Background: an optimization exercise with open tools, aiming at small area, a short achievable clock period and few clock cycles per item. Do not read the settings as production practice. Only simulation tests tie the RTL to the original design; equivalence was not proved. Power is estimated from default activity; no workload was simulated.

[flow/design.v]
module lzw_dec (
    input  wire       clk,
    input  wire       rst,
    input  wire       in_valid,
    output wire       in_ready,
    input  wire [7:0] in_data,
    input  wire       in_last,
    output wire       out_valid,
    input  wire       out_ready,
    output wire [7:0] out_data,
    output wire       done,
    output wire       err
);
    localparam LN = 4;                  
    localparam N  = 1 << LN;
    localparam BW = 32;   
    localparam W_CODE = 3'd0;           
    localparam W_WALK = 3'd1;           
    localparam W_WAIT = 3'd2;           
    localparam W_REW  = 3'd3;           
    localparam W_END  = 3'd4;           
    localparam W_FIN  = 3'd5;           
    localparam W_DONE = 3'd6;           
    reg        ib_v;
    reg  [7:0] ib_d;
    reg        got_last;    
    reg [BW-1:0] bb;
    reg  [5:0] cnt;
    reg  [2:0] wst;
    wire       mv      = ib_v && ((cnt <= BW-8) || (wst == W_END));
    assign in_ready    = !got_last && (!ib_v || mv);
    wire       take_in = in_valid && in_ready;
    reg  [8:0] cur;         
    reg  [8:0] wstart;      
    reg  [8:0] wcode;       
    reg        wkwk;        
    reg  [7:0] wroot;       
    reg  [6:0] ecnt;        
    reg  [6:0] rem;         
    reg  [8:0] prev;
    reg        prev_ok;
    reg  [7:0] nidx;        
    reg        bad;
    reg [16:0] dict [2:127];
    reg        wr_v;        
    reg  [6:0] wr_idx;
    reg [16:0] wr_data;
    reg  [7:0] sbuf [0:N-1];
    reg [LN:0] wp;
    reg [LN:0] wbase;
    reg        tok_v;
    reg  [7:0] tok_root;
    reg [LN:0] tok_top;
    reg [LN:0] tok_base;
    reg  [6:0] tok_nx;      
    reg        tok_noroot;
    reg [LN:0] rd_n;
    reg [LN-1:0] rp;
    reg [LN:0] rd_base;
    reg  [7:0] rd_root;
    reg  [6:0] rd_nx;
    wire       rd_kwk = (rd_nx != 7'd0);
    reg        last_ok;
    reg [LN:0] last_top;
    reg [LN:0] last_base;
    reg  [7:0] last_root;
    reg  [6:0] last_nx;
    reg        ov0, ov1;
    reg  [7:0] od0, od1;
    assign out_valid = ov0;
    assign out_data  = od0;
    assign done      = (wst == W_DONE);
    assign err       = (wst == W_DONE) && bad;
    wire       room     = !ov1;
    wire       rd_buf   = (rd_n != 0);
    wire       tok_take = room && !rd_buf && !rd_kwk && tok_v;
    wire       tokfree  = !tok_v || tok_take;
    reg        produce;
    reg  [7:0] pbyte;
    always @(*) begin
        produce = 1'b0;
        pbyte   = sbuf[rp];
        if (room) begin
            if (rd_buf) begin
                produce = 1'b1;
                pbyte   = sbuf[rp];
            end else if (rd_kwk) begin
                produce = 1'b1;
                pbyte   = rd_root;
            end else if (tok_v && !tok_noroot) begin
                produce = 1'b1;
                pbyte   = tok_root;
            end
        end
    end
    wire       have    = (cnt >= 6'd9);
    wire [8:0] code    = bb[8:0];
    wire       c_lit   = !code[8];
    wire       c_clr   = (code == 9'd256);
    wire       c_end   = (code == 9'd257);
    wire       c_rng   = code[8] && !code[7] && (code[6:1] != 6'd0);
    wire       c_old   = c_rng && ({1'b0, code[6:0]} < nidx);
    wire       c_kwk   = c_rng && ({1'b0, code[6:0]} == nidx) && prev_ok;
    wire       room_d  = !nidx[7];      
    wire       in_done = got_last && !ib_v;
    wire       c_dir   = c_lit || (c_kwk && last_ok);
    wire [7:0] d_root  = c_lit ? code[7:0] : last_root;
    wire [6:0]  addr   = (wst == W_CODE) ? code[6:0] : cur[6:0];
    wire [16:0] dent   = dict[addr];
    wire [8:0]  p      = dent[16:8];
    wire [7:0]  b      = dent[7:0];
    wire        p_last = !p[8];
    wire [LN:0] tail   = rd_buf ? rd_base : (tok_v ? tok_base : wbase);
    wire        full   = (wp[LN-1:0] == tail[LN-1:0]) && (wp[LN] != tail[LN]);
    wire        only   = !rd_buf && !tok_v;
    wire        canpush = !full || only;
    wire        lit_go  = (wst == W_CODE) && have && c_dir && tokfree;
    wire        c_hit   = wr_v && (code[6:0] == wr_idx);
    wire        rd_go   = ((wst == W_CODE) && have && c_old && !c_hit) || (wst == W_WALK);
    wire        w_adv   = rd_go && canpush && (!p_last || tokfree);
    wire        consume = (wst == W_CODE) && have &&
                          (c_dir ? tokfree : ((c_old && !c_hit) ? w_adv : 1'b1));
    wire        w_fin   = w_adv && p_last;
    wire        r_adv   = (wst == W_REW);
    wire        push    = w_adv || r_adv;
    wire [6:0]  e_tot   = ecnt + 7'd1;
    always @(posedge clk) begin
        if (push)
            sbuf[wp[LN-1:0]] <= b;
        if (wr_v)
            dict[wr_idx] <= wr_data;
    end
    wire [BW-1:0] bb_s  = consume ? (bb >> 9) : bb;
    wire [5:0]  cnt_s = consume ? (cnt - 6'd9) : cnt;
    wire [BW-1:0] bb_in = {{(BW-8){1'b0}}, ib_d} << cnt_s;
    always @(posedge clk) begin
        if (rst) begin
            ib_v     <= 1'b0;
            got_last <= 1'b0;
            bb       <= {BW{1'b0}};
            cnt      <= 7'd0;
            wst      <= W_CODE;
            prev_ok  <= 1'b0;
            nidx     <= 8'd2;
            bad      <= 1'b0;
            ecnt     <= 7'd0;
            wr_v     <= 1'b0;
            wp       <= {(LN+1){1'b0}};
            wbase    <= {(LN+1){1'b0}};
            tok_v    <= 1'b0;
            rd_n     <= {(LN+1){1'b0}};
            rd_nx    <= 7'd0;
            last_ok  <= 1'b0;
            ov0      <= 1'b0;
            ov1      <= 1'b0;
        end else begin
            if (take_in) begin
                ib_d     <= in_data;
                got_last <= in_last;
            end
            if (take_in)
                ib_v <= 1'b1;
            else if (mv)
                ib_v <= 1'b0;
            if (wst != W_END) begin
                if (mv) begin
                    bb  <= bb_s | bb_in;
                    cnt <= cnt_s + 6'd8;
                end else begin
                    bb  <= bb_s;
                    cnt <= cnt_s;
                end
            end
            wr_v <= 1'b0;
            case (wst)
            W_CODE: begin
                if (have) begin
                    if (c_clr) begin
                        nidx    <= 8'd2;
                        prev_ok <= 1'b0;
                    end else if (c_end) begin
                        wst <= W_END;
                    end else if (c_dir) begin
                        if (tokfree) begin
                            if (prev_ok && room_d) begin
                                wr_v    <= 1'b1;
                                wr_idx  <= nidx[6:0];
                                wr_data <= {prev, d_root};
                                nidx    <= nidx + 8'd1;
                            end
                            prev    <= code;
                            prev_ok <= 1'b1;
                        end
                    end else if (c_kwk) begin
                        cur    <= prev;
                        wstart <= prev;
                        wcode  <= code;
                        wkwk   <= 1'b1;
                        wst    <= W_WALK;
                    end else if (c_old) begin
                        wstart <= code;
                        wcode  <= code;
                        wkwk   <= 1'b0;
                        if (c_hit) begin
                            cur <= code;
                            wst <= W_WALK;
                        end else if (w_adv && !p_last)
                            wst <= W_WALK;
                    end else begin
                        bad <= 1'b1;
                        wst <= W_END;
                    end
                end else if (in_done) begin
                    bad      <= 1'b1;
                    bb       <= {BW{1'b0}};
                    cnt      <= 7'd0;
                    got_last <= 1'b0;
                    wst      <= W_FIN;
                end
            end
            W_WALK: begin
                if (w_fin) begin
                    if (e_tot > N) begin
                        rem <= e_tot - N;
                        wst <= W_WAIT;
                    end else begin
                        wst <= W_CODE;
                    end
                end
            end
            W_WAIT: begin
                if (only) begin
                    cur   <= wstart;
                    wbase <= wp;
                    ecnt  <= rem;      
                    wst   <= W_REW;
                end
            end
            W_REW: begin
                cur  <= p;
                wp   <= wp + 1'b1;
                ecnt <= ecnt - 7'd1;
                if (full)
                    wbase <= wbase + 1'b1;
                if (ecnt == 7'd1) begin
                    wbase <= wp + 1'b1;
                    if (rem > N) begin
                        rem <= rem - N;
                        wst <= W_WAIT;
                    end else begin
                        wst <= W_CODE;
                    end
                end
            end
            W_END: begin
                if (in_done) begin
                    bb       <= {BW{1'b0}};
                    cnt      <= 7'd0;
                    got_last <= 1'b0;
                    wst      <= W_FIN;
                end
            end
            W_FIN: begin
                if (!tok_v && !rd_buf && !rd_kwk && !ov1 && (!ov0 || out_ready))
                    wst <= W_DONE;
            end
            W_DONE: begin
                nidx    <= 8'd2;
                prev_ok <= 1'b0;
                bad     <= 1'b0;
                wst     <= W_CODE;
            end
            default: wst <= W_CODE;
            endcase
            if (w_adv) begin
                cur  <= p;
                wp   <= wp + 1'b1;
                ecnt <= e_tot;
                if (full)
                    wbase <= wbase + 1'b1;
                if (p_last) begin
                    wroot <= p[7:0];
                    if (prev_ok && room_d) begin
                        wr_v    <= 1'b1;
                        wr_idx  <= nidx[6:0];
                        wr_data <= {prev, p[7:0]};
                        nidx    <= nidx + 8'd1;
                    end
                    prev    <= (wst == W_CODE) ? code : wcode;
                    prev_ok <= 1'b1;
                    wbase   <= wp + 1'b1;
                    if (e_tot <= N)
                        ecnt <= 7'd0;
                end
            end
            if (lit_go) begin
                last_ok   <= 1'b1;
                last_root <= d_root;
                if (c_lit) begin
                    last_top  <= wp;
                    last_base <= wp;
                    last_nx   <= 7'd0;
                end else begin
                    last_nx   <= last_nx + 7'd1;
                end
            end else if (w_fin) begin
                last_ok   <= (e_tot <= N);
                last_root <= p[7:0];
                last_top  <= wp + 1'b1;
                last_base <= wbase;
                last_nx   <= {6'd0, (wst == W_WALK) && wkwk};
            end
            if (lit_go) begin
                tok_v      <= 1'b1;
                tok_root   <= d_root;
                tok_top    <= c_lit ? wp : last_top;
                tok_base   <= c_lit ? wp : last_base;
                tok_nx     <= c_lit ? 7'd0 : last_nx + 7'd1;
                tok_noroot <= 1'b0;
            end else if (w_fin) begin
                tok_v      <= 1'b1;
                tok_root   <= p[7:0];
                tok_top    <= wp + 1'b1;
                tok_base   <= full ? wbase + 1'b1 : wbase;
                tok_nx     <= {6'd0, (wst == W_WALK) && wkwk && (e_tot <= N)};
                tok_noroot <= 1'b0;
            end else if ((wst == W_REW) && (ecnt == 7'd1)) begin
                tok_v      <= 1'b1;
                tok_root   <= wroot;
                tok_top    <= wp + 1'b1;
                tok_base   <= full ? wbase + 1'b1 : wbase;
                tok_nx     <= {6'd0, wkwk && (rem <= N)};
                tok_noroot <= 1'b1;
            end else if (tok_take) begin
                tok_v <= 1'b0;
            end
            if (room) begin
                if (rd_buf) begin
                    rp   <= rp - 1'b1;
                    rd_n <= rd_n - 1'b1;
                end else if (rd_kwk) begin
                    rd_nx <= rd_nx - 7'd1;
                end else if (tok_v) begin
                    rd_root <= tok_root;
                    rd_nx   <= tok_nx;
                    rd_base <= tok_base;
                    rd_n    <= tok_top - tok_base;
                    rp      <= tok_top[LN-1:0] - 1'b1;
                end
            end
            if (ov0 && out_ready) begin
                if (ov1) begin
                    od0 <= od1;
                    ov1 <= 1'b0;
                    if (produce) begin
                        od1 <= pbyte;
                        ov1 <= 1'b1;
                    end
                end else begin
                    ov0 <= produce;
                    od0 <= pbyte;
                end
            end else begin
                if (!ov0) begin
                    ov0 <= produce;
                    od0 <= pbyte;
                end else if (produce) begin
                    od1 <= pbyte;
                    ov1 <= 1'b1;
                end
            end
        end
    end
endmodule
[flow/config.mk]
export PLATFORM = sky130hd
export DESIGN_NAME = lzw_dec
export DESIGN_NICKNAME = lzw_dec
export VERILOG_FILES = /design/flow/design.v
export SDC_FILE = /design/flow/constraint.sdc
export NUM_CORES = 4
export LEC_CHECK = 0
export CAP_MARGIN = 20
export CORE_MARGIN = 2
export CORE_UTILIZATION = 40
export SLEW_MARGIN = 20
[flow/constraint.sdc]
create_clock -name core_clock -period 10.0 [get_ports {clk}]
set_input_delay 2.0000 -clock core_clock [delete_from_list [all_inputs] [get_ports {clk}]]
set_output_delay 2.0000 -clock core_clock [all_outputs]
set_load 0.01 [all_outputs]
[flow/run.sh]
#!/bin/bash
# synth_recipe.tcl (not shown) runs the flow's synth.tcl, then flattens the netlist and writes it again
# the make line also repeats each setting of config.mk as NAME=value (left out here)
make -C /OpenROAD-flow-scripts/flow DESIGN_CONFIG=/design/flow/config.mk WORK_HOME=/design/flow/orfs CLKGATE_MAP_FILE= SYNTH_SCRIPT=/design/flow/synth_recipe.tcl finish
==> results.toml, run 1 <==
[outcome]
status = "timing/DRC/antenna clean"

[cts]
numCtsBuffers = 281
worstSkewPairLatency_ns = 0.95
htreeDepth = 5
max-clock-path-buffers = 4
postCtsResizedCells = 0
cts-root-buf = "clkbuf_16"
cts_setup_buffers = 0
cts_sinks = 2525
cts_tree = "yes"
path_clk_slew_ns = 0.06
hold_buffers = 0

[setup_path]
start_kind = "flip-flop"
cpPeakStageDelay_ns = 0.91
required_ns = 10.84
cp_cell_sequence = "or3_2, a21o_4, buf_12, a2111oi_0, a2111oi_1, nor4_1, a311oi_1, buf_4, nand3_2, nand2_2, buf_4, mux4_2, mux2i_1, nand2_1, a311oi_1"
crit_fanout = 151
slowest_stage = "or3_2"
end_kind = "flip-flop"
critPathKind = "flip-flop to flip-flop"
arrival_ns = 7.67

[pwr]
irDropWorstVdd_v = 0.000245
power_density_nw_per_um2 = 282
p_leak_nw = 39.5

[synthesis]
yosys_most_used_dff = "edfxtp_1"
netlist_instances = 8335
syn_area_um2 = 105000
synth_edf_count = 2434
syn_area_per_cell_um2 = 12.6
ys_ff_latch = 2525
synth_cell_types = 97
syn_nets = 8382
synth_seq_area_share_pct = 71.1
ys_warn_count = 1
async_reset_ff_share_pct = 0

[timing]
min_period_ns = 6.83
fmax_mhz = 146
setup-violations-final = 0
layout_setup_ws_ns = 3.17
rsz0062_at_grt = "false"
slew-limit-headroom_pct = 15.1
final_hold_viol_count = 0
period_share_pct = 68.3
holdWs_ns = 0.467
worst_pin_slew_ns = 1.25
final_max_slew_viol_count = 0
clock_skew_ns = 0.0785
setup-tns-final_ns = 0

[cells_and_area]
fillCellCount = 23100
stdcell_area_um2 = 119000
utilization_pct = 45.2
syn_to_final_growth_pct = 12.5
mostFrequentLayoutCells = "2434 x edfxtp_1, 2226 x nand2_1, 881 x nand3_1, 395 x a311oi_1, 296 x nor2_1"
drive_gt1_share_pct = 9.70
layout.cells.most_common = "edfxtp_1"
regArea_um2 = 74900
layout.nets = 8353
multiInputGateArea_um2 = 28300

[place]
io_buffers = 24
hpwlAfterDp_um = 171000
place_ws_ns = 2.73
place_area_um2 = 110000
place.gp.congestion = 0.906

[detailed_routing]
dr_total_vias = 69700
dr.pass1.iters = 7
wl_per_cell_um = 25.1
drtIter0Drc = 8629
ant_nets = 0
drc_errors = 0
postRouteWirelength_um = 301000
via_per_inst = 5.81

[hold_path]
hold_path_class = "flip-flop to flip-flop"

[global_route]
grt_usage_pct = 22.0
first_global_vias = 66300
antenna_found_initial = 7
grt_start_max_net_pins = 189
gr-total-overflow = 0
grt_pass1_wl_um = 444000

[floorplanning]
row_count = 188
die_h_um = 517
die_x_um = 517
start_util_pct = 40.2
core_um2 = 262000
dieArea_um2 = 268000
io_pins = 25

[run]
drv_cap = 0
-- worst paths after layout --
path | start | slack, ns | cells after the start | end
max reg2reg | wst[0] | 3.17 | 15 | bb[25]
min | nidx[6] | 0.47 | 1 | nidx[6]
max | wst[0] | 3.17 | 15 | bb[25]
min reg2reg | nidx[6] | 0.47 | 1 | nidx[6]
-- Yosys cell counts, types with 54 or more instances --
master / number / area [µm²]
mux2i_1: 86 / 861
and3_1: 195 / 1220
clkbuf_1: 440 / 1650
nor3_1: 150 / 751
a311oi_1: 396 / 3470
dfxtp_1: 91 / 1820
edfxtp_1: 2434 / 73100
o21ai_0: 87 / 435
buf_1: 87 / 327
nand2_1: 2226 / 8360
buf_2: 54 / 270
mux4_2: 64 / 1440
a21oi_1: 172 / 861
nor2_1: 319 / 1200
nand3_1: 882 / 4410
-- routing by layer --
layer	vias to the layer above	wire length [µm]	global-route usage [%]
met5	-	13	0
met4	2	9230	7.15
met3	511	25200	3.79
met2	3049	138000	34.2
met1	35200	128000	31.3
li1	31000	-	-
-- registers in the layout, summed over array words and instances, names as in the netlist, 8 cells and up, named ones only --
| name | flops |
|---|---|
| dict | 2142 |
| sbuf | 128 |
| bb | 32 |
| wr_data | 17 |
| prev | 9 |
| wcode | 9 |
| ib_d | 8 |
| last_root | 8 |
| nidx | 8 |
| od0 | 8 |
| od1 | 8 |
| rd_root | 8 |
| tok_root | 8 |
| wroot | 8 |
-- worst max-delay path: cells and delay by family (launching register included) --
kind	cells	cell delay, ns
compound gates	5	2.31
buf+inv	3	1.28
flops	1	0.73
mux	2	0.64
simple gates	5	1.57
-- cell families after synthesis --
| group | count (synthesis) | synth area share (%) |
|---|---|---|
| buffers and inverters | 642 | 2.43 |
| XOR/XNOR | 48 | 0.399 |
| flip-flops | 2525 | 71.1 |
| multiplexers | 195 | 2.68 |
| AO/OA/AOI/OAI | 975 | 6.91 |
| AND/OR/NAND/NOR | 3916 | 16.1 |
| adder cells (fa/ha/maj) | 34 | 0.411 |
-- layout make-up --
type,count,share of cell area (%)
Tap cell,3515,3.71
Timing Repair Buffer,283,2.01
Clock inverter,118,0.825
Antenna cell,1,0.00211
Inverter,47,0.149
Multi-Input combinational cell,5168,23.8
Sequential cell,2525,63.2
Clock buffer,344,6.24
-- report_power, final --
group / switching (mW) / leakage (nW) / internal [mW]
logic: 7.85 / 12.7 / 2.98
registers: 0.274 / 22.7 / 12.6
clock network: 4.06 / 4.11 / 5.61
total: 12.2 / 39.5 / 21.2
-- per-stage QoR --
stage,power (mW),std cells
global route,34.7,12000
floorplan,19.6,8335
finish,33.4,12000
CTS,33.4,12000
global placement,23.6,11500
detailed placement,23.8,11500
Testbench counts, summed over its fixed seeds: cycles 90,458, items 85,491.
==> run 2: changes to the inputs <==
--- a/flow/config.mk
+++ b/flow/config.mk
@@ -10,2 +10,3 @@
 export CORE_UTILIZATION = 40
+export SETUP_SLACK_MARGIN = 5
 export SLEW_MARGIN = 20
==> run 2 against run 1 <==
Against the previous run: still clean on timing, DRC and antenna; non-clock buffer count increased by 77; cell count is 0.77% higher; utilization up 0.79 points; count of clock-buffer cells in the layout grew 2; clock power increased by 0.6%; synthesized area did not move; flip-flop and latch count unchanged; critical path type unchanged; largest power group unchanged.
==> results.toml, run 2 <==
[outcome]
status = "timing/DRC/antenna clean"

[detailed_routing]
dr.pass1.iters = 8
dr_total_vias = 70900
wl_per_cell_um = 25.8
postRouteWirelength_um = 312000
drc_errors = 0
ant_nets = 0
drtIter0Drc = 8535
via_per_inst = 5.87

[timing]
setup-violations-final = 0
worst_pin_slew_ns = 1.16
clock_skew_ns = 0.0502
min_period_ns = 4.98
final_hold_viol_count = 0
slew-limit-headroom_pct = 22.5
period_share_pct = 49.8
rsz0062_at_grt = "true"
final_max_slew_viol_count = 0
holdWs_ns = 0.451
fmax_mhz = 201
setup-tns-final_ns = 0

[cts]
worstSkewPairLatency_ns = 0.94
max-clock-path-buffers = 4
cts_sinks = 2525
path_clk_slew_ns = 0.06
hold_buffers = 0
cts-root-buf = "clkbuf_16"
numCtsBuffers = 277
cts_tree = "yes"
htreeDepth = 5

[cells_and_area]
syn_to_final_growth_pct = 14.4
layout.cells.most_common = "edfxtp_1"
mostFrequentLayoutCells = "2434 x edfxtp_1, 2218 x nand2_1, 882 x nand3_1, 378 x a311oi_1, 293 x clkbuf_16"
largest_register_ffs = 2142
stdcell_area_um2 = 121000
fillCellCount = 23000
regMostFlops = "dict"
layout.nets = 8435
drive_gt1_share_pct = 11.8

[synthesis]
synth_xor_area_share_pct = 0.399
ys_ff_latch = 2525
netlist.area_leader.share_pct = 69.4
syn_area_per_cell_um2 = 12.6
yosys_most_used_dff = "edfxtp_1"
synth_top_family_by_area = "simple AND/OR/NAND/NOR gates"
synth_cell_types = 97
netlist_instances = 8335
synth_seq_area_share_pct = 71.1
synth_simple_gate_area_share_pct = 16.1
synth-compound-area-share_pct = 6.91
yosys.area.top_type = "edfxtp_1"
synth_common_cells = "2434 x edfxtp_1, 2226 x nand2_1, 882 x nand3_1"
synthTopCellsByArea = "edfxtp_1 69%, nand2_1 7.9%, nand3_1 4.2%"
async_reset_ff_share_pct = 0
synth_edf_count = 2434
syn_nets = 8382
yosysMostFrequentCell = "edfxtp_1"
synthAdderAreaFrac_pct = 0.411
synth_mux_area_share_pct = 2.68
syn_area_um2 = 105000
ys_warn_count = 1

[place]
hpwlAfterDp_um = 172000
place_area_um2 = 110000
place.gp.congestion = 0.895
io_buffers = 24

[floorplanning]
die_x_um = 517
die_h_um = 517
dieArea_um2 = 268000
core_um2 = 262000
row_count = 188
start_util_pct = 40.2
io_pins = 25

[hold_path]
min_from = "nidx[6]"
hold_path_class = "flip-flop to flip-flop"
worstHoldEndpoint = "nidx[6]"
whs_path_depth = 1

[setup_path]
crit_buf_inv = 5
arrival_ns = 5.82
cp_cell_sequence = "buf_8, or3_4, buf_16, a21oi_4, buf_8, o311ai_1, nor4_1, or4_4, o211ai_4, buf_4, nor3_4, buf_4, a2111oi_2, nor3_2, a31oi_2, or4_1, a31oi_1"
start_kind = "flip-flop"
ff2ff_path_depth = 17
crit_fanout = 62
r2r-start = "wst[0]"
r2r_slack_ns = 5.02
required_ns = 10.84
cp_top_family = "simple AND/OR/NAND/NOR gates"
cpPeakStageDelay_ns = 0.53
reg2reg_to = "bb[22]"
critPathKind = "flip-flop to flip-flop"
end_kind = "flip-flop"
slowest_stage = "or4_1"

[global_route]
grt_start_max_net_pins = 168
antenna_found_initial = 5
grt_pass1_wl_um = 452000
grt_usage_pct = 22.6
first_global_vias = 66500
gr-total-overflow = 0

[run]
drv_cap = 0

[pwr]
irDropWorstVdd_v = 0.000263
p_leak_nw = 40.3
power_density_nw_per_um2 = 285
==> run 2: report_power, final <==
| part | internal [mW] | switching (mW) |
|---|---|---|
| Clock | 5.70 | 4.03 |
| Sequential | 12.6 | 0.304 |
| Combinational | 3.43 | 8.21 |
==> run 2: metrics by stage <==
| step | power, mW | setup slack, ns | cells | util, % |
|---|---|---|---|---|
| 2_1_floorplan | 19.6 | 5.21 | 8335 | - |
| 3_3_place_gp | 23.7 | 3.51 | 11600 | 42.0 |
| 3_5_place_dp | 23.8 | 3.53 | 11600 | 42.0 |
| 4_1_cts | 33.9 | 4.95 | 12100 | 45.6 |
| 5_1_grt | 35.6 | 4.77 | 12100 | 46.0 |
| 6_report | 34.3 | 5.02 | 12100 | 46.0 |
==> run 2: worst max-delay path by stage <==
stage,end,cells past startpoint,slack (ns),start
2_1_floorplan,last_base[0],15,5.21,wst[0]
3_3_place_gp,bb[11],15,3.51,bb[1]
3_5_place_dp,bb[11],15,3.53,bb[1]
4_1_cts,in_ready,6,4.95,wst[1]
5_1_grt,bb[11],14,4.77,rd_n[0]
6_report,bb[22],17,5.02,wst[0]
==> run 2: cell type report <==
type,instances,area (µm²),share of cell area [%]
sequential,2525,74900,62.1
multi-input combinational,5177,29100,24.1
clock buffer,346,7360,6.10
tap,3515,4400,3.65
timing repair buffer,360,3550,2.94
clock inverter,121,1080,0.899
inverter,47,184,0.153
antenna,2,5.00,0.00415
==> run 2: what timing repair did <==
action	in CTS	in global routing
endpoints found under the setup margin	465	408
gates resized for setup	157	83
pin swaps	8	13
gates cloned	10	10
buffers inserted	17	26
==> run 2: logic make-up (layout without fill, tap and decap cells) <==
| kind of cell | Yosys count | count (layout) |
|---|---|---|
| flops | 2525 | 2525 |
| mux | 195 | 197 |
| other cells | 0 | 2 |
| xor+xnor | 48 | 48 |
| fa+ha+maj | 34 | 34 |
| buf+inv | 642 | 874 |
| compound gates | 975 | 977 |
| simple gates | 3916 | 3921 |
==> run 2: per-layer routing <==
layer | wire length, µm | GRT usage, %
met1 | 128000 | 31.8
met3 | 27400 | 3.71
met5 | 13 | 0
met4 | 10800 | 7.83
met2 | 146000 | 35.6
==> run 3: changes to the inputs <==
--- a/flow/design.v
+++ b/flow/design.v
@@ -13,3 +13,3 @@
 );
-    localparam LN = 4;                  
+    localparam LN = 3;                  
     localparam N  = 1 << LN;
@@ -30,4 +30,5 @@
     wire       mv      = ib_v && ((cnt <= BW-8) || (wst == W_END));
-    assign in_ready    = !got_last && (!ib_v || mv);
-    wire       take_in = in_valid && in_ready;
+    reg        in_rdy;      
+    assign in_ready    = in_rdy;
+    wire       take_in = in_valid && in_rdy;
     reg  [8:0] cur;         
@@ -71,4 +72,5 @@
     assign out_data  = od0;
-    assign done      = (wst == W_DONE);
-    assign err       = (wst == W_DONE) && bad;
+    reg        done_r, err_r;
+    assign done      = done_r;
+    assign err       = err_r;
     wire       room     = !ov1;
@@ -118,10 +120,16 @@
     wire        c_hit   = wr_v && (code[6:0] == wr_idx);
-    wire        rd_go   = ((wst == W_CODE) && have && c_old && !c_hit) || (wst == W_WALK);
-    wire        w_adv   = rd_go && canpush && (!p_last || tokfree);
+    wire        pend    = (wst == W_WALK) && !cur[8];
+    wire        rd_go   = ((wst == W_CODE) && have && c_old && !c_hit) ||
+                          ((wst == W_WALK) && cur[8]);
+    wire        w_push  = rd_go && canpush;
+    wire        w_fin   = tokfree && ((w_push && p_last) || pend);
     wire        consume = (wst == W_CODE) && have &&
-                          (c_dir ? tokfree : ((c_old && !c_hit) ? w_adv : 1'b1));
-    wire        w_fin   = w_adv && p_last;
+                          (c_dir ? tokfree : ((c_old && !c_hit) ? w_push : 1'b1));
     wire        r_adv   = (wst == W_REW);
-    wire        push    = w_adv || r_adv;
+    wire        push    = w_push || r_adv;
     wire [6:0]  e_tot   = ecnt + 7'd1;
+    wire [7:0]  f_root  = pend ? cur[7:0] : p[7:0];
+    wire [6:0]  f_etot  = pend ? ecnt : e_tot;
+    wire [LN:0] f_top   = pend ? wp : wp + 1'b1;
+    wire [LN:0] f_base  = (!pend && full) ? wbase + 1'b1 : wbase;
     always @(posedge clk) begin
@@ -135,2 +143,10 @@
     wire [BW-1:0] bb_in = {{(BW-8){1'b0}}, ib_d} << cnt_s;
+    wire        clr_in  = in_done && (((wst == W_CODE) && !have) || (wst == W_END));
+    wire        gl_nx   = clr_in ? 1'b0 : (take_in ? in_last : got_last);
+    wire        ibv_nx  = take_in || (ib_v && !mv);
+    wire        bb_clr  = clr_in || (wst == W_END);
+    wire [5:0]  cnt_nx  = bb_clr ? 6'd0 : (mv ? cnt_s + 6'd8 : cnt_s);
+    wire [BW-1:0] bb_nx = bb_clr ? {BW{1'b0}} : (mv ? (bb_s | bb_in) : bb_s);
+    wire        fin_go  = (wst == W_FIN) && !tok_v && !rd_buf && !rd_kwk && !ov1 &&
+                          (!ov0 || out_ready);
     always @(posedge clk) begin
@@ -155,20 +171,15 @@
             ov1      <= 1'b0;
+            in_rdy   <= 1'b1;
+            done_r   <= 1'b0;
+            err_r    <= 1'b0;
         end else begin
-            if (take_in) begin
-                ib_d     <= in_data;
-                got_last <= in_last;
-            end
             if (take_in)
-                ib_v <= 1'b1;
-            else if (mv)
-                ib_v <= 1'b0;
-            if (wst != W_END) begin
-                if (mv) begin
-                    bb  <= bb_s | bb_in;
-                    cnt <= cnt_s + 6'd8;
-                end else begin
-                    bb  <= bb_s;
-                    cnt <= cnt_s;
-                end
-            end
+                ib_d <= in_data;
+            got_last <= gl_nx;
+            ib_v     <= ibv_nx;
+            bb       <= bb_nx;
+            cnt      <= cnt_nx;
+            in_rdy   <= !gl_nx && (!ibv_nx || (cnt_nx <= BW-8));
+            done_r   <= fin_go;
+            err_r    <= fin_go && bad;
             wr_v <= 1'b0;
@@ -206,3 +217,3 @@
                             wst <= W_WALK;
-                        end else if (w_adv && !p_last)
+                        end else if (w_push && !w_fin)
                             wst <= W_WALK;
@@ -214,5 +225,2 @@
                     bad      <= 1'b1;
-                    bb       <= {BW{1'b0}};
-                    cnt      <= 7'd0;
-                    got_last <= 1'b0;
                     wst      <= W_FIN;
@@ -222,4 +230,4 @@
                 if (w_fin) begin
-                    if (e_tot > N) begin
-                        rem <= e_tot - N;
+                    if (f_etot > N) begin
+                        rem <= f_etot - N;
                         wst <= W_WAIT;
@@ -255,11 +263,7 @@
             W_END: begin
-                if (in_done) begin
-                    bb       <= {BW{1'b0}};
-                    cnt      <= 7'd0;
-                    got_last <= 1'b0;
-                    wst      <= W_FIN;
-                end
+                if (in_done)
+                    wst <= W_FIN;
             end
             W_FIN: begin
-                if (!tok_v && !rd_buf && !rd_kwk && !ov1 && (!ov0 || out_ready))
+                if (fin_go)
                     wst <= W_DONE;
@@ -274,3 +278,3 @@
             endcase
-            if (w_adv) begin
+            if (w_push) begin
                 cur  <= p;
@@ -280,16 +284,18 @@
                     wbase <= wbase + 1'b1;
-                if (p_last) begin
-                    wroot <= p[7:0];
-                    if (prev_ok && room_d) begin
-                        wr_v    <= 1'b1;
-                        wr_idx  <= nidx[6:0];
-                        wr_data <= {prev, p[7:0]};
-                        nidx    <= nidx + 8'd1;
-                    end
-                    prev    <= (wst == W_CODE) ? code : wcode;
-                    prev_ok <= 1'b1;
-                    wbase   <= wp + 1'b1;
-                    if (e_tot <= N)
-                        ecnt <= 7'd0;
+            end
+            if (w_push || pend) begin
+                wroot   <= f_root;
+                wr_idx  <= nidx[6:0];
+                wr_data <= {prev, f_root};
+            end
+            if (w_fin) begin
+                if (prev_ok && room_d) begin
+                    wr_v <= 1'b1;
+                    nidx <= nidx + 8'd1;
                 end
+                prev    <= (wst == W_CODE) ? code : wcode;
+                prev_ok <= 1'b1;
+                wbase   <= f_top;
+                if (f_etot <= N)
+                    ecnt <= 7'd0;
             end
@@ -306,5 +312,5 @@
             end else if (w_fin) begin
-                last_ok   <= (e_tot <= N);
-                last_root <= p[7:0];
-                last_top  <= wp + 1'b1;
+                last_ok   <= (f_etot <= N);
+                last_root <= f_root;
+                last_top  <= f_top;
                 last_base <= wbase;
@@ -319,8 +325,8 @@
                 tok_noroot <= 1'b0;
-            end else if (w_fin) begin
-                tok_v      <= 1'b1;
-                tok_root   <= p[7:0];
-                tok_top    <= wp + 1'b1;
-                tok_base   <= full ? wbase + 1'b1 : wbase;
-                tok_nx     <= {6'd0, (wst == W_WALK) && wkwk && (e_tot <= N)};
+            end else if ((w_push || pend) && tokfree) begin
+                tok_v      <= w_fin || (tok_v && !tok_take);
+                tok_root   <= f_root;
+                tok_top    <= f_top;
+                tok_base   <= f_base;
+                tok_nx     <= {6'd0, (wst == W_WALK) && wkwk && (f_etot <= N)};
                 tok_noroot <= 1'b0;
==> run 3 against run 2 <==
Against the previous run: first-iteration DRC count shrank 15%; sequential power shrank 5%; worst setup slack gained 0.019 ns; count of clock-buffer cells in the layout shrank 64; sequential share of layout area grew 2.1 points; largest power group unchanged; critical path depth shrank 2; critical path type unchanged; power shrank 10%; global-route usage shrank 1.2 points.
==> results.toml, run 3 <==
[outcome]
status = "timing/DRC/antenna clean"

[detailed_routing]
wl_per_cell_um = 29.2
dr.pass1.iters = 6
drtIter0Drc = 7286
via_per_inst = 5.91
dr_total_vias = 55300
drc_errors = 0
postRouteWirelength_um = 273000
ant_nets = 0

[global_route]
gr-total-overflow = 0
grt_pass1_wl_um = 393000
first_global_vias = 54500
grt_usage_pct = 21.4
grt_start_max_net_pins = 126
antenna_found_initial = 6

[synthesis]
yosys_most_used_dff = "edfxtp_1"
syn_area_per_cell_um2 = 17.7
synth_simple_gate_area_share_pct = 6.18
synthAdderAreaFrac_pct = 0.334
synth_cell_types = 89
synth_edf_count = 2368
async_reset_ff_share_pct = 0
synth_top_family_by_area = "multiplexers"
yosys.area.top_type = "edfxtp_1"
ys_ff_latch = 2458
synth_common_cells = "2368 x edfxtp_1, 623 x nand2_1, 541 x mux4_2"
ys_warn_count = 1
yosysMostFrequentCell = "edfxtp_1"
syn_nets = 5678
synth_xor_area_share_pct = 0.457
synth-compound-area-share_pct = 4.30
netlist_instances = 5639
syn_area_um2 = 99700
synth_mux_area_share_pct = 13.9
synth_seq_area_share_pct = 73.1
synthTopCellsByArea = "edfxtp_1 71%, mux4_2 12%, nand2_1 2.3%"
netlist.area_leader.share_pct = 71.3

[place]
place.gp.congestion = 0.913
io_buffers = 24
hpwlAfterDp_um = 156000
placedCellCount = 8896
place_ws_ns = 4.03

[floorplanning]
dieArea_um2 = 253000
core_um2 = 248000
io_pins = 25
start_util_pct = 40.2
row_count = 183
die_x_um = 503
die_h_um = 503

[setup_path]
required_ns = 10.61
crit_top_cell = "buf_4"
critPathKind = "flip-flop to flip-flop"
r2r-start = "wst[2]"
crit_fanout = 39
cpPeakStageDelay_ns = 0.55
end_kind = "flip-flop"
cp_cell_sequence = "buf_4, nor3_4, buf_4, a21oi_4, buf_12, buf_8, buf_16, mux4_2, nand2_1, and3_1, a311oi_2, a311o_1, nand3_1, o31ai_1, buf_4"
cp_top_family = "buffers and inverters"
arrival_ns = 5.57
r2r_slack_ns = 5.04
crit_buf_inv = 6
start_kind = "flip-flop"
reg2reg_to = "sbuf[2][7]"
ff2ff_path_depth = 15
slowest_stage = "mux4_2"

[pwr]
power_switching_mw = 10.2
pwr-share-clk_pct = 29.3
seq_power_share_pct = 40.0
combPwrFrac_pct = 30.7
irDropWorstVdd_v = 0.000237
p_leak_nw = 35.9
switching_share_pct = 33.2
internal_power_mw = 20.6
power_density_nw_per_um2 = 272

[timing]
setup-violations-final = 0
setup-tns-final_ns = 0
clock_skew_ns = 0.0442
worst_pin_slew_ns = 1.10
slew-limit-headroom_pct = 26.4
fmax_mhz = 202
layout_setup_ws_ns = 5.04
final_hold_viol_count = 0
final_max_slew_viol_count = 0
period_share_pct = 49.6
min_period_ns = 4.96
rsz0062_at_grt = "false"

[cts]
cts_tree = "yes"
cts_sinks = 2458
hold_buffers = 0
path_clk_slew_ns = 0.07
max-clock-path-buffers = 3
htreeDepth = 4
worstSkewPairLatency_ns = 0.89
cts-root-buf = "clkbuf_16"
numCtsBuffers = 238

[cells_and_area]
largest_register_ffs = 2142
layout.cells.most_common = "edfxtp_1"
syn_to_final_growth_pct = 13.7
mostFrequentLayoutCells = "2368 x edfxtp_1, 620 x nand2_1, 541 x mux4_2, 302 x nor2_1, 239 x clkbuf_16"
drive_gt1_share_pct = 21.8
layout.nets = 5869
regMostFlops = "dict"
final_cells = 9362

[hold_path]
hold_path_class = "flip-flop to flip-flop"
worstHoldEndpoint = "wr_data[9]"
whs_path_depth = 0
min_from = "prev[1]"

[run]
drv_cap = 0
==> run 3: what timing repair did <==
| action | 4_1_cts | 5_1_grt |
|---|---|---|
| buffers inserted | 3 | 3 |
| resized for setup | 55 | 36 |
| endpoints found under the setup margin | 207 | 208 |
| cloned | 13 | 2 |
| pin swaps | 6 | 5 |
==> run 3: worst max path at each step <==
| stage | endpoint | slack, ns | cells after the start | startpoint |
|---|---|---|---|---|
| 6_report | sbuf[2][7] | 5.04 | 15 | wst[2] |
| 5_1_grt | prev[8] | 5.01 | 12 | wst[2] |
| 4_1_cts | tok_root[4] | 4.92 | 11 | wst[2] |
| 3_5_place_dp | prev[4] | 4.03 | 12 | wst[0] |
| 3_3_place_gp | last_nx[4] | 4.21 | 12 | wst[0] |
| 2_1_floorplan | wcode[0] | 5.62 | 4 | rst |
==> run 3: kinds of logic (layout without fill, tap and decap cells) <==
family          after synthesis  after routing
simple gates               1391           1398
mux                         704            704
fa+ha+maj                    26             26
other cells                   0              1
flops                      2458           2458
xor+xnor                     52             52
compound gates              624            624
buf+inv                     384            769
==> run 3: metal layers <==
metal  up-vias  part of all wire (%)  track usage, %
met5         -                0.0069               0
met4         2                   3.4            7.37
met3       429                   8.3            3.73
met2      2494                    47            33.7
met1     29300                    41            30.2
li1      23100                     -               -
==> run 3: metrics by stage <==
| stage | cell area (µm²) | power, mW | hold WS, ns | util [%] |
|---|---|---|---|---|
| floorplan | 99700 | 18.2 | 0.406 | - |
| global placement | 105000 | 21.4 | 0.447 | 42.2 |
| detailed placement | 105000 | 21.4 | 0.443 | 42.2 |
| CTS | 113000 | 30.8 | 0.457 | 45.6 |
| global route | 113000 | 31.8 | 0.460 | 45.7 |
| finish | 113000 | 30.8 | 0.456 | 45.7 |
==> run 3: worst register-to-register path, cell delays in order, from the launching register on <==
cell and delay (ns):
dfxtp_2 0.47, buf_4 0.34, nor3_4 0.08, buf_4 0.30, a21oi_4 0.22, buf_12 0.21
buf_8 0.36, buf_16 0.37, mux4_2 0.65, nand2_1 0.08, and3_1 0.21, a311oi_2 0.09
a311o_1 0.43, nand3_1 0.46, o31ai_1 0.17, buf_4 0.21
==> run 3: cell type report <==
class                      instances  area, µm²
tap                             3330       4170
fill                           21100     135000
antenna                            1       2.50
multi-input combinational       2804      25700
clock inverter                   159       1660
clock buffer                     282       6120
sequential                      2458      72900
timing repair buffer             282       2690
inverter                          46        173
==> run 3: power groups by stage <==
stage | Combinational [mW] | Clock, mW | Sequential, mW
finish | 9.47 | 9.02 | 12.3
global route | 9.98 | 9.52 | 12.3
CTS | 9.32 | 9.16 | 12.3
detailed placement | 8.90 | 0 | 12.5
global placement | 8.84 | 0 | 12.5
floorplan | 5.60 | 0 | 12.6
Testbench counts of run 3, summed over its fixed seeds: cycles 90,843, items 85,491.
==> run 4: changes to the inputs <==
--- a/flow/design.v
+++ b/flow/design.v
@@ -109,4 +109,4 @@
     wire [7:0] d_root  = c_lit ? code[7:0] : last_root;
-    wire [6:0]  addr   = (wst == W_CODE) ? code[6:0] : cur[6:0];
-    wire [16:0] dent   = dict[addr];
+    reg  [6:0]  ra;
+    wire [16:0] dent   = dict[ra];
     wire [8:0]  p      = dent[16:8];
@@ -184,2 +184,23 @@
             err_r    <= fin_go && bad;
+            case (wst)
+            W_CODE: begin
+                if (have && c_old && c_hit)
+                    ra <= code[6:0];
+                else if (have && c_kwk && !c_dir)
+                    ra <= prev[6:0];
+                else if (w_push && p[8])
+                    ra <= p[6:0];
+                else
+                    ra <= bb_nx[6:0];
+            end
+            W_WALK: begin
+                if (w_push)
+                    ra <= p[8] ? p[6:0] : bb_nx[6:0];
+                else if (pend)
+                    ra <= bb_nx[6:0];
+            end
+            W_WAIT:  ra <= wstart[6:0];
+            W_REW:   ra <= (ecnt == 7'd1) ? bb_nx[6:0] : p[6:0];
+            default: ra <= bb_nx[6:0];
+            endcase
             wr_v <= 1'b0;
==> run 4 against run 3 <==
Against the previous run: still clean on timing, DRC and antenna; register-to-register slack gained 0.19 ns; clock power grew 8.3%; critical path depth shrank 4; worst hold slack lost 0.0022 ns; flip-flop and latch count grew 14; synthesized cell count shrank 10%; first-iteration DRC count shrank 6.6%; combinational power shrank about 20%; cell count shrank 5.8%; sequential share of layout area grew 0.34 points; count of clock-buffer cells in the layout grew 58; highest routed layer is now met4.
==> results.toml, run 4 <==
[detailed_routing]
drc_errors = 0
ant_nets = 0
dr_total_vias = 51800
drtIter0Drc = 6802
via_per_inst = 5.87
wl_per_cell_um = 29.4
postRouteWirelength_um = 259000
dr.pass1.iters = 6

[pwr]
power_density_nw_per_um2 = 260
irDropWorstVdd_v = 0.000188
p_leak_nw = 35.1

[setup_path]
cp_top_family = "compound AO/OA/AOI/OAI gates"
slowest_stage = "dfxtp_4"
crit_top_cell = "nand3_1"
required_ns = 10.82
critPathKind = "flip-flop to flip-flop"
start_kind = "flip-flop"
cpPeakStageDelay_ns = 0.75
crit_buf_inv = 1
end_kind = "flip-flop"
crit_fanout = 43
arrival_ns = 5.59
cp_cell_sequence = "buf_6, nor2b_2, a22oi_1, nand3_1, o21ai_0, a22oi_2, nand3_1, o211a_1, and2_1, a311o_1, mux2_2"

[cts]
cts-root-buf = "clkbuf_16"
numCtsBuffers = 280
cts_sinks = 2472
htreeDepth = 5
path_clk_slew_ns = 0.06
hold_buffers = 0
max-clock-path-buffers = 4
cts_tree = "yes"
worstSkewPairLatency_ns = 0.94

[run]
drv_cap = 0

[timing]
period_share_pct = 47.7
final_max_slew_viol_count = 0
final_hold_viol_count = 0
fmax_mhz = 210
setup-tns-final_ns = 0
rsz0062_at_grt = "false"
min_period_ns = 4.77
worst_pin_slew_ns = 1.16
holdWs_ns = 0.454
setup-violations-final = 0
clock_skew_ns = 0.0843
slew-limit-headroom_pct = 22.4

[synthesis]
ys_ff_latch = 2472
syn_area_um2 = 99000
netlist.area_leader.share_pct = 72.0
synth_edf_count = 2375
synthTopCellsByArea = "edfxtp_1 72%, mux4_2 15%, dfxtp_1 2.0%"
ys_warn_count = 1
synth_cell_types = 93
syn_area_per_cell_um2 = 19.6
syn_nets = 5097
synth_common_cells = "2375 x edfxtp_1, 652 x mux4_2, 365 x nor2_1"
yosys.area.top_type = "edfxtp_1"
netlist_instances = 5056
yosysMostFrequentCell = "edfxtp_1"
synth_seq_area_share_pct = 74.0
async_reset_ff_share_pct = 0
yosys_most_used_dff = "edfxtp_1"

[outcome]
status = "timing/DRC/antenna clean"

[floorplanning]
die_h_um = 502
dieArea_um2 = 252000
core_um2 = 246000
row_count = 182
die_x_um = 502
start_util_pct = 40.2
io_pins = 25

[global_route]
grt_usage_pct = 20.5
grt_start_max_net_pins = 127
gr-total-overflow = 0
antenna_found_initial = 4
first_global_vias = 51400
grt_pass1_wl_um = 372000

[cells_and_area]
largest_register_ffs = 2142
drive_gt1_share_pct = 26.3
regMostFlops = "dict"
layout.nets = 5357
mostFrequentLayoutCells = "2375 x edfxtp_1, 652 x mux4_2, 301 x nor2_1, 288 x clkbuf_16, 206 x nand2_1"
syn_to_final_growth_pct = 14.5
layout.cells.most_common = "edfxtp_1"

[place]
io_buffers = 24
place.gp.congestion = 0.851
hpwlAfterDp_um = 149000

[hold_path]
hold_path_class = "flip-flop to flip-flop"
[run 4: cell types whose count changed in the layout (fill, tap and decap cells not counted), moves of 29 or more]
cell,before,now
a311oi_1,47,7
a31oi_1,53,24
and3_1,71,31
clkbuf_16,239,288
mux2i_1,114,81
mux4_2,541,652
nand2_1,620,206
nand3_1,131,55
nor2_2,21,53
nor3_1,68,38
[run 4: layer usage]
layer | wire (µm) | global-route usage (%) | vias to the layer above
li1 | - | - | 21300
met1 | 108000 | 29.4 | 27600
met2 | 121000 | 31.9 | 2421
met3 | 22100 | 3.62 | 418
met4 | 8320 | 6.47 | 0
met5 | 0 | 0 | -
[run 4: path summary, 6_finish.rpt]
path / from / end / slack [ns] / depth (start not counted)
worst max-delay path: flip-flop / flip-flop / 5.23 / 11
worst min-delay path: bad / err_r / 0.45 / 1
worst max register to register: flip-flop / flip-flop / 5.23 / 11
worst min register to register: bad / err_r / 0.45 / 1
[run 4: kinds of logic after synthesis]
group	share of synthesized area [%]
multiplexers	16.4
AO/OA/AOI/OAI	3.44
adder cells (fa/ha/maj)	0.361
flip-flops	74.0
buffers and inverters	1.41
XOR/XNOR	0.494
AND/OR/NAND/NOR	3.96
[run 4: power by group]
part	internal, mW	total [mW]	leakage (nW)	switching, mW
Combinational	3.10	7.62	8.74	4.52
Sequential	11.8	12.1	22.2	0.323
Clock	5.79	9.77	4.19	3.97
Total	20.7	29.5	35.1	8.82
[run 4: per-stage QoR]
stage	power [mW]	setup WS [ns]	utilization, %	instances	instance area [µm²]
after CTS	29.6	4.97	45.9	8799	113000
after floorplan	17.1	5.23	-	5056	99000
after global placement	19.7	3.98	42.3	8319	104000
after detailed placement	19.7	3.92	42.3	8320	104000
after global routing	30.5	5.02	46.1	8817	113000
final	29.5	5.23	46.1	8818	113000
[run 4: timing repair]
action                     CTS  global route
pin swaps                    1             5
resized for setup           33            22
gates cloned                 2             1
setup endpoints to repair  223            92
setup buffers                6            12
[run 4: layout make-up]
type                       count  area [µm²]
fill                       20400      133000
sequential                  2472       73300
multi-input combinational   2248       24800
clock buffer                 340        7390
tap                         3312        4140
timing repair buffer         260        2350
clock inverter               131        1200
inverter                      54         210
antenna                        1        2.50
[run 4: worst reg2reg max path, delay by kind of cell (launching register included)]
family	cells	cell delay [ns]
muxes	1	0.27
buffers and inverters	1	0.62
and+or+nand+nor	4	1.43
DFF	1	0.75
AOI/OAI and AO/OA	5	1.59
Testbench counts of run 4, summed over its fixed seeds: cycles 90,843, items 85,491.
==> run 5: changes to the inputs <==
--- a/flow/config.mk
+++ b/flow/config.mk
@@ -9,3 +9,4 @@
 export CORE_MARGIN = 2
-export CORE_UTILIZATION = 40
+export CORE_UTILIZATION = 60
+export PLACE_DENSITY = 0.7
 export SETUP_SLACK_MARGIN = 5
==> run 5 against run 4 <==
Against the previous run: sequential power barely moved; final area shrank 2.0%; synthesized area is the same; worst hold slack worse by 0.024 ns; register-to-register slack got worse by 0.25 ns; routed wire length shrank 3.2%; combinational power barely moved; worst setup slack worse by 0.25 ns; clock power down 7.6%.
==> results.toml, run 5 <==
[outcome]
status = "timing/DRC/antenna clean"

[setup_path]
critPathKind = "flip-flop to flip-flop"
arrival_ns = 5.61
start_kind = "flip-flop"
r2r_slack_ns = 4.98
crit_fanout = 138
end_kind = "flip-flop"
required_ns = 10.59

[floorplanning]
row_count = 149
io_pins = 25
start_util_pct = 60.2
dieArea_um2 = 168000
core_um2 = 164000
die_h_um = 410
die_x_um = 410

[cts]
cts_sinks = 2472
worstSkewPairLatency_ns = 0.89
htreeDepth = 4
numCtsBuffers = 235
cts_tree = "yes"
max-clock-path-buffers = 3
path_clk_slew_ns = 0.06
cts-root-buf = "clkbuf_16"
hold_buffers = 0

[timing]
final_hold_viol_count = 0
period_share_pct = 50.2
clock_skew_ns = 0.0698
fmax_mhz = 199
worst_pin_slew_ns = 1.21
min_period_ns = 5.02
setup-tns-final_ns = 0
slew-limit-headroom_pct = 19.3
final_max_slew_viol_count = 0
setup-violations-final = 0
rsz0062_at_grt = "true"

[synthesis]
ys_warn_count = 1
syn_nets = 5097
ys_ff_latch = 2472
synth_edf_count = 2375
syn_area_um2 = 99000
async_reset_ff_share_pct = 0
synth_cell_types = 93
syn_area_per_cell_um2 = 19.6
synth_seq_area_share_pct = 74.0
yosys_most_used_dff = "edfxtp_1"
netlist_instances = 5056
yosysMostFrequentCell = "edfxtp_1"
synth_common_cells = "2375 x edfxtp_1, 652 x mux4_2, 365 x nor2_1"
synthTopCellsByArea = "edfxtp_1 72%, mux4_2 15%, dfxtp_1 2.0%"
yosys.area.top_type = "edfxtp_1"
netlist.area_leader.share_pct = 72.0

[cells_and_area]
mostFrequentLayoutCells = "2375 x edfxtp_1, 652 x mux4_2, 328 x nor2_1, 235 x clkbuf_16, 209 x buf_4"
layout.cells.most_common = "edfxtp_1"
drive_gt1_share_pct = 25.8
syn_to_final_growth_pct = 12.2
largest_register_ffs = 2142
layout.nets = 5308
regMostFlops = "dict"
final_cells = 7664

[detailed_routing]
dr_total_vias = 52000
drc_errors = 0
postRouteWirelength_um = 251000
dr.pass1.iters = 6
drtIter0Drc = 7383
wl_per_cell_um = 32.8
via_per_inst = 6.78
ant_nets = 0

[hold_path]
hold_path_class = "flip-flop to flip-flop"

[global_route]
first_global_vias = 50800
grt_start_max_net_pins = 139
grt_pass1_wl_um = 361000
grt_usage_pct = 30.1
antenna_found_initial = 6
gr-total-overflow = 0

[place]
place.gp.congestion = 0.899
hpwlAfterDp_um = 145000
placedCellCount = 7194
io_buffers = 24

[pwr]
p_leak_nw = 34.7
power_density_nw_per_um2 = 259
irDropWorstVdd_v = 0.000283

[run]
drv_cap = 0
==> run 5: timing repair <==
item / 4_1_cts / 5_1_grt
endpoints found under the setup margin: 200 / 51
buffers inserted: 11 / 8
gates cloned: 5 / 0
pin swaps: 5 / 5
gates resized for setup: 14 / 11
==> run 5: path summary, 6_finish.rpt <==
kind                            cells after the start          end       from
worst max-delay path                               11  tok_root[2]  flip-flop
worst min-delay path                                0    wr_idx[4]    nidx[4]
worst max register to register                     11  tok_root[2]  flip-flop
worst min register to register                      0    wr_idx[4]    nidx[4]
==> run 5: layout make-up <==
cell class              count  area (µm²)
diodes                      2        5.00
clock buffers             261        5980
clock inverters           182        1940
fillers                 10500       53300
inverters                  54         210
multi-input cells        2249       24700
flip-flops and latches   2472       73300
well taps                2189        2740
repair buffers            255        2270
==> run 5: logic make-up after synthesis <==
group	share of synthesized area [%]
adder cells (fa/ha/maj)	0.361
buffers and inverters	1.41
AND/OR/NAND/NOR	3.96
flip-flops	74.0
XOR/XNOR	0.494
multiplexers	16.4
AO/OA/AOI/OAI	3.44
==> run 5: critical path, stage by stage, from the launching register on <==
cell,delay (ns)
dfxtp_4,0.79
buf_16,0.58
buf_8,0.52
mux4_2,0.40
mux4_2,0.55
a22oi_1,0.18
o2bb2ai_1,0.27
a211oi_1,0.61
nand2_1,0.11
o21a_1,0.18
mux2i_1,0.15
a21oi_1,0.08
==> run 5: layer usage <==
| layer | track usage [%] | wire length, µm | vias to the layer above |
|---|---|---|---|
| met1 | 43.7 | 96200 | 27200 |
| li1 | - | - | 21200 |
| met5 | 0 | 0 | - |
| met2 | 46.5 | 119000 | 3084 |
| met3 | 5.28 | 25400 | 503 |
| met4 | 11.3 | 10300 | 0 |
==> run 5: power breakdown <==
group	switching, mW	total (mW)	internal (mW)
combinational	4.52	7.64	3.12
clock	3.92	9.03	5.11
sequential	0.329	12.1	11.8
total	8.77	28.8	20.0
==> run 5: per-stage QoR <==
step / setup slack [ns] / total power, mW / utilization (%) / hold WS, ns / area, µm²
floorplan: 5.23 / 17.1 / - / 0.406 / 99000
CTS: 4.92 / 28.8 / 67.5 / 0.434 / 111000
global placement: 4.17 / 19.6 / 62.5 / 0.447 / 103000
detailed placement: 4.17 / 19.7 / 62.5 / 0.445 / 103000
global route: 4.91 / 29.7 / 67.6 / 0.445 / 111000
finish: 4.98 / 28.8 / 67.6 / 0.430 / 111000
==> run 6: changes to the inputs <==
==> flow/flow/run.sh (new file) <==
#!/bin/bash
set -euo pipefail
export SETUP_SLACK_MARGIN=6.3
bash standard.sh > orfs_layout.log 2>&1
==> flow/standard.sh (new file) <==
#!/bin/bash
# synth_recipe.tcl (not shown) runs the flow's synth.tcl, then flattens the netlist and writes it again
# the make line also repeats each setting of config.mk as NAME=value (left out here)
make -C /OpenROAD-flow-scripts/flow DESIGN_CONFIG=/design/flow/config.mk WORK_HOME=/design/flow/orfs CLKGATE_MAP_FILE= SYNTH_SCRIPT=/design/flow/synth_recipe.tcl "${@:-finish}"
--- a/flow/config.mk
+++ b/flow/config.mk
@@ -9,5 +9,3 @@
 export CORE_MARGIN = 2
-export CORE_UTILIZATION = 60
-export PLACE_DENSITY = 0.7
-export SETUP_SLACK_MARGIN = 5
+export CORE_UTILIZATION = 40
 export SLEW_MARGIN = 20
removed: flow/run.sh
==> run 6 against run 5 <==
Against the previous run: global-route usage fell by 8.0 points; critical path depth is 4 higher; clock skew rose by 0.0075 ns; non-clock buffer count grew 235; count of clock-buffer cells in the layout is 74 higher; maximum frequency is 30% higher; synthesized cell count unchanged; via count up 3.4%; flip-flop and latch count did not move; largest cell class unchanged; highest routed layer is now met5.
==> results.toml, run 6 <==
[synthesis]
synth_cell_types = 93
netlist_instances = 5056
synth_top_family_by_area = "multiplexers"
yosys.area.top_type = "edfxtp_1"
synth_simple_gate_area_share_pct = 3.96
synth_xor_area_share_pct = 0.494
syn_area_um2 = 99000
synth_seq_area_share_pct = 74.0
synthAdderAreaFrac_pct = 0.361
ys_ff_latch = 2472
yosys_most_used_dff = "edfxtp_1"
synth_mux_area_share_pct = 16.4
ys_warn_count = 1
synth_common_cells = "2375 x edfxtp_1, 652 x mux4_2, 365 x nor2_1"
synth_edf_count = 2375
synth-compound-area-share_pct = 3.44
synthTopCellsByArea = "edfxtp_1 72%, mux4_2 15%, dfxtp_1 2.0%"
syn_area_per_cell_um2 = 19.6
async_reset_ff_share_pct = 0
syn_nets = 5097
netlist.area_leader.share_pct = 72.0
yosysMostFrequentCell = "edfxtp_1"

[pwr]
p_leak_nw = 37.2
power_density_nw_per_um2 = 269
irDropWorstVdd_v = 0.000166

[place]
placedCellCount = 8331
place.gp.congestion = 0.871
io_buffers = 24
hpwlAfterDp_um = 153000

[timing]
slew-limit-headroom_pct = 28.1
min_period_ns = 3.87
clock_skew_ns = 0.0773
setup-tns-final_ns = 0
final_max_slew_viol_count = 0
fmax_mhz = 258
rsz0062_at_grt = "true"
worst_pin_slew_ns = 1.08
setup-violations-final = 0
period_share_pct = 38.7
final_hold_viol_count = 0

[global_route]
grt_start_max_net_pins = 104
grt_usage_pct = 22.1
first_global_vias = 53200
gr-total-overflow = 0
antenna_found_initial = 9
grt_pass1_wl_um = 396000

[hold_path]
min_from = "bb[23]"
worstHoldEndpoint = "bb[23]"
hold_path_class = "flip-flop to flip-flop"
whs_path_depth = 2

[run]
drv_cap = 0

[setup_path]
arrival_ns = 4.70
crit_fanout = 6
ff2ff_path_depth = 15
end_kind = "flip-flop"
start_kind = "flip-flop"
r2r_slack_ns = 6.13
required_ns = 10.82
critPathKind = "flip-flop to flip-flop"

[cells_and_area]
largest_register_ffs = 2142
layout.nets = 5586
drive_gt1_share_pct = 33.0
fillCellCount = 20000
syn_to_final_growth_pct = 19.5
regMostFlops = "dict"
layout.cells.most_common = "edfxtp_1"
final_cells = 9057
mostFrequentLayoutCells = "2375 x edfxtp_1, 652 x mux4_2, 317 x buf_4, 295 x clkbuf_16, 263 x nor2_1"

[detailed_routing]
ant_nets = 0
postRouteWirelength_um = 282000
drtIter0Drc = 7251
via_per_inst = 5.94
dr_total_vias = 53800
wl_per_cell_um = 31.1
dr.pass1.iters = 13
drc_errors = 0

[floorplanning]
start_util_pct = 40.2
die_x_um = 502
dieArea_um2 = 252000
die_h_um = 502
core_um2 = 246000
row_count = 182
io_pins = 25

[cts]
max-clock-path-buffers = 4
cts_tree = "yes"
cts-root-buf = "clkbuf_16"
numCtsBuffers = 274
worstSkewPairLatency_ns = 0.94
htreeDepth = 5
cts_sinks = 2472
path_clk_slew_ns = 0.06

[outcome]
status = "timing/DRC/antenna clean"
[run 6: worst max path at each step]
stage	start	endpoint	slack, ns	cells after the start
global placement	flip-flop	last_nx[5]	3.70	9
CTS	flip-flop	rem[3]	6.15	15
finish	flip-flop	flip-flop	6.13	15
floorplan	rst	prev[0]	6.31	4
detailed placement	flip-flop	rem[6]	3.61	9
global route	flip-flop	tok_root[2]	6.14	15
[run 6: kinds of logic (layout without fill, tap and decap cells)]
kind of cell               count (synthesis)  in the layout
AOI/OAI and AO/OA                        507            509
xor gates and xnor gates                  55             55
adders and majority gates                 28             28
buffers and inverters                    337           1013
DFF                                     2472           2472
muxes                                    796            796
other                                      0              8
and+or+nand+nor                          861            864
[run 6: stage by stage]
step | area [µm²] | total power [mW] | util [%] | setup slack (ns) | hold slack (ns)
2_1_floorplan | 99200 | 17.2 | - | 6.31 | 0.406
3_3_place_gp | 104000 | 19.8 | 42.4 | 3.70 | 0.451
3_5_place_dp | 104000 | 19.9 | 42.4 | 3.61 | 0.447
4_1_cts | 117000 | 31.3 | 47.4 | 6.15 | 0.460
5_1_grt | 118000 | 32.8 | 48.1 | 6.14 | 0.473
6_report | 118000 | 31.8 | 48.1 | 6.13 | 0.456
[run 6: per-layer routing]
metal / up-vias / track usage [%] / routed length, µm / share of wire (%)
li1: 21900 / - / - / -
met4: 2 / 8.77 / 11600 / 4.1
met5: - / 0 / 11 / 0.0039
met1: 28600 / 30.7 / 113000 / 40
met2: 2743 / 34.6 / 133000 / 47
met3: 524 / 4.01 / 24800 / 8.8
[run 6: what timing repair did]
action,4_1_cts,5_1_grt
setup buffers,121,63
gates cloned,48,17
setup endpoints to repair,407,242
resized for setup,325,145
endpoints found under the hold margin,0,0
pin swaps,38,61
hold buffers,0,0
[run 6: power by group]
part | internal [mW] | total (mW) | switching [mW] | leakage, nW
logic | 4.54 | 10.2 | 5.67 | 10.9
registers | 11.8 | 12.0 | 0.239 | 22.2
clock network | 5.63 | 9.61 | 3.98 | 4.12
[run 6: cell type report]
cell class | count | area [µm²] | share of cell area (%)
Antenna cell | 8 | 20.0 | 0.0169
Clock buffer | 335 | 7250 | 6.13
Clock inverter | 133 | 1140 | 0.962
Inverter | 54 | 239 | 0.202
Multi-Input combinational cell | 2252 | 26200 | 22.1
Sequential cell | 2472 | 73300 | 62.0
Tap cell | 3312 | 4140 | 3.50
Timing Repair Buffer | 490 | 6060 | 5.12
Timing Repair inverter | 1 | 8.76 | 0.00740
[run 6: critical path, cell delays in order (launching register included)]
cell and delay, ns:
dfxtp_4 0.40, buf_16 0.18, buf_12 0.15, buf_4 0.15, clkbuf_16 0.16, buf_4 0.17, clkinvlp_4 0.23, nand2_1 0.24
o22ai_1 0.27, o21ai_2 0.16, a2111o_1 0.47, a31oi_4 0.24, buf_12 0.15, o221ai_4 0.11, a311o_1 0.35, mux2_2 0.28
==> run 7: changes to the inputs <==
--- a/flow/design.v
+++ b/flow/design.v
@@ -44,3 +44,4 @@
     reg        bad;
-    reg [16:0] dict [2:127];
+    reg  [8:0] dict_p [2:127];    
+    reg  [7:0] dict_b [2:127];    
     reg        wr_v;        
@@ -110,5 +111,7 @@
     reg  [6:0]  ra;
-    wire [16:0] dent   = dict[ra];
-    wire [8:0]  p      = dent[16:8];
-    wire [7:0]  b      = dent[7:0];
+    wire [8:0]  p      = dict_p[ra];
+    reg  [6:0]  ra_d;
+    reg         pw_v;
+    reg [LN-1:0] pw_a;
+    wire [7:0]  b      = dict_b[ra_d];
     wire        p_last = !p[8];
@@ -135,6 +138,10 @@
     always @(posedge clk) begin
-        if (push)
-            sbuf[wp[LN-1:0]] <= b;
-        if (wr_v)
-            dict[wr_idx] <= wr_data;
+        if (pw_v)
+            sbuf[pw_a] <= b;
+        ra_d <= ra;
+        pw_a <= wp[LN-1:0];
+        if (wr_v) begin
+            dict_p[wr_idx] <= wr_data[16:8];
+            dict_b[wr_idx] <= wr_data[7:0];
+        end
     end
@@ -172,2 +179,3 @@
             in_rdy   <= 1'b1;
+            pw_v     <= 1'b0;
             done_r   <= 1'b0;
@@ -184,2 +192,3 @@
             err_r    <= fin_go && bad;
+            pw_v     <= push;
             case (wst)
==> flow/run.sh (new file) <==
#!/bin/bash
# synth_recipe.tcl (not shown) runs the flow's synth.tcl, then flattens the netlist and writes it again
# the make line also repeats each setting of config.mk as NAME=value (left out here)
make -C /OpenROAD-flow-scripts/flow DESIGN_CONFIG=/design/flow/config.mk WORK_HOME=/design/flow/orfs CLKGATE_MAP_FILE= SYNTH_SCRIPT=/design/flow/synth_recipe.tcl finish
--- a/flow/config.mk
+++ b/flow/config.mk
@@ -10,2 +10,3 @@
 export CORE_UTILIZATION = 40
+export SETUP_SLACK_MARGIN = 5
 export SLEW_MARGIN = 20
removed: flow/flow/run.sh
removed: flow/standard.sh
==> run 7 against run 6 <==
Against the previous run: power is 17% lower; final area is 4.4% lower; clock skew is 0.0044 ns lower; count of clock-buffer cells in the layout grew 12; first-iteration DRC count fell by 13%.
==> results.toml, run 7 <==
[outcome]
status = "timing/DRC/antenna clean"

[synthesis]
yosysMostFrequentCell = "edfxtp_1"
ys_ff_latch = 2483
yosys.area.top_type = "edfxtp_1"
synth_edf_count = 2375
netlist.area_leader.share_pct = 71.5
synth_cell_types = 103
synth_common_cells = "2375 x edfxtp_1, 668 x mux4_2, 308 x nor2_1"
syn_nets = 5078
synth_seq_area_share_pct = 73.7
yosys_most_used_dff = "edfxtp_1"
syn_area_um2 = 99700
netlist_instances = 5037

[timing]
setup-violations-final = 0
slew-limit-headroom_pct = 23.3
min_period_ns = 4.87
worst_pin_slew_ns = 1.15
rsz0062_at_grt = "false"
setup-tns-final_ns = 0
final_max_slew_viol_count = 0
clock_skew_ns = 0.0729
holdWs_ns = 0.370
final_hold_viol_count = 0

[detailed_routing]
postRouteWirelength_um = 257000
drtIter0Drc = 6310
wl_per_cell_um = 29.3
drc_errors = 0
dr.pass1.iters = 6
via_per_inst = 5.84
dr_total_vias = 51300
ant_nets = 0

[cells_and_area]
regArea_um2 = 73500
syn_to_final_growth_pct = 13.5
layout.nets = 5307
fillCellCount = 20900
regMostFlops = "dict_p"
stdcell_area_um2 = 113000
mostFrequentLayoutCells = "2375 x edfxtp_1, 668 x mux4_2, 281 x clkbuf_16, 235 x nor2_1, 201 x nand2_1"
multiInputGateArea_um2 = 25100

[cts]
worstSkewPairLatency_ns = 0.93
htreeDepth = 5
hold_buffers = 0
cts_setup_buffers = 0
cts-root-buf = "clkbuf_16"
path_clk_slew_ns = 0.06
cts_tree = "yes"

[floorplanning]
io_pins = 25
row_count = 183
start_util_pct = 40.2
die_x_um = 503
core_um2 = 248000
die_h_um = 503

[hold_path]
hold_path_class = "flip-flop to flip-flop"
min_from = "ra[6]"

[global_route]
first_global_vias = 51600
antenna_found_initial = 3
grt_pass1_wl_um = 370000
grt_start_max_net_pins = 129

[place]
place.gp.congestion = 0.857
io_buffers = 24
place_area_um2 = 105000
hpwlAfterDp_um = 150000

[run]
drv_cap = 0

[setup_path]
arrival_ns = 5.49
crit_fanout = 49
end_kind = "flip-flop"
required_ns = 10.62
r2r_slack_ns = 5.13

[pwr]
irDropWorstVdd_v = 0.000221
p_leak_nw = 34.7
power_density_nw_per_um2 = 235
-- run 7: cell count changes in the layout (fill, tap and decap cells not counted), moves of 18 or more --
cell       change
bufbuf_16     -23
buf_12        -34
nor2_1        -28
buf_6         -18
buf_16        -45
buf_4        -122
dfxtp_1       +25
o21ai_0       +18
nor2_2        -43
-- run 7: final timing paths --
path                                   end  depth (start not counted)
worst min-delay path             flip-flop                          0
worst min register to register   flip-flop                          0
worst max-delay path            last_nx[2]                         12
worst max register to register  last_nx[2]                         12
-- run 7: worst max-delay path, cell delays in order (launching register included) --
cell and delay (ns):
dfxtp_4 0.67, buf_8 0.44, mux4_2 0.30, o22ai_1 0.08, o41ai_1 0.75, a21oi_1 0.41
or3_1 0.58, a21oi_2 0.36, nor2_1 0.07, buf_4 0.21, a21oi_1 0.27, nor3_2 0.06
buf_4 0.27
-- run 7: timing repair --
item,CTS,global route
setup endpoints to repair,41,69
cloned,0,1
resized for setup,2,9
endpoints found under the hold margin,0,0
-- run 7: routing by layer --
layer  up-vias  wire length (µm)  global-route usage, %
met5         -                 0                      0
met2      2131            124000                   32.5
met4         0              7160                   5.96
met3       378             19300                   3.66
li1      21300                 -                      -
met1     27500            107000                   28.2
-- run 7: through the flow --
step / util, % / instances / setup WS [ns] / power (mW)
after floorplan: - / 5037 / 5.17 / 15.6
after global placement: 42.2 / 8317 / 4.84 / 17.2
final: 45.6 / 8785 / 5.13 / 26.5
after detailed placement: 42.2 / 8317 / 4.84 / 17.3
after global routing: 45.6 / 8784 / 5.02 / 27.4
after CTS: 45.5 / 8781 / 4.98 / 26.7
-- run 7: layout make-up --
cell class / instances / area share, %
well taps: 3330 / 3.68
repair buffers: 232 / 1.70
clock inverters: 117 / 0.795
clock buffers: 347 / 6.46
flip-flops and latches: 2483 / 65.0
inverters: 62 / 0.208
multi-input cells: 2212 / 22.2
diodes: 2 / 0.00442
-- run 7: cells by family (layout without fill, tap and decap cells) --
| logic type | count (synthesis) | in the layout | synth area share [%] |
|---|---|---|---|
| AO/OA/AOI/OAI | 530 | 530 | 3.63 |
| XOR/XNOR | 53 | 53 | 0.473 |
| adder cells (fa/ha/maj) | 28 | 28 | 0.359 |
| buffers and inverters | 342 | 758 | 1.57 |
| flip-flops | 2483 | 2483 | 73.7 |
| multiplexers | 807 | 807 | 16.6 |
| other | 0 | 2 | 0 |
| AND/OR/NAND/NOR | 794 | 794 | 3.71 |
-- run 7: where the power goes --
group          switching (mW)  internal [mW]
Sequential              0.318           11.8
Clock                    3.95           5.48
Combinational            2.92           2.09
Total                    7.20           19.3
Testbench counts of run 7, summed over its fixed seeds: cycles 90,843, items 85,491.

Re-timed with assumed drivers on the ports (clkbuf_16 on the clock, buf_2 on other inputs), run 7 has 5.131 ns of setup slack against 5.131 ns with ideal ports, and 5.131 ns once port delays also move by the mid clock arrival of 0.992 ns.
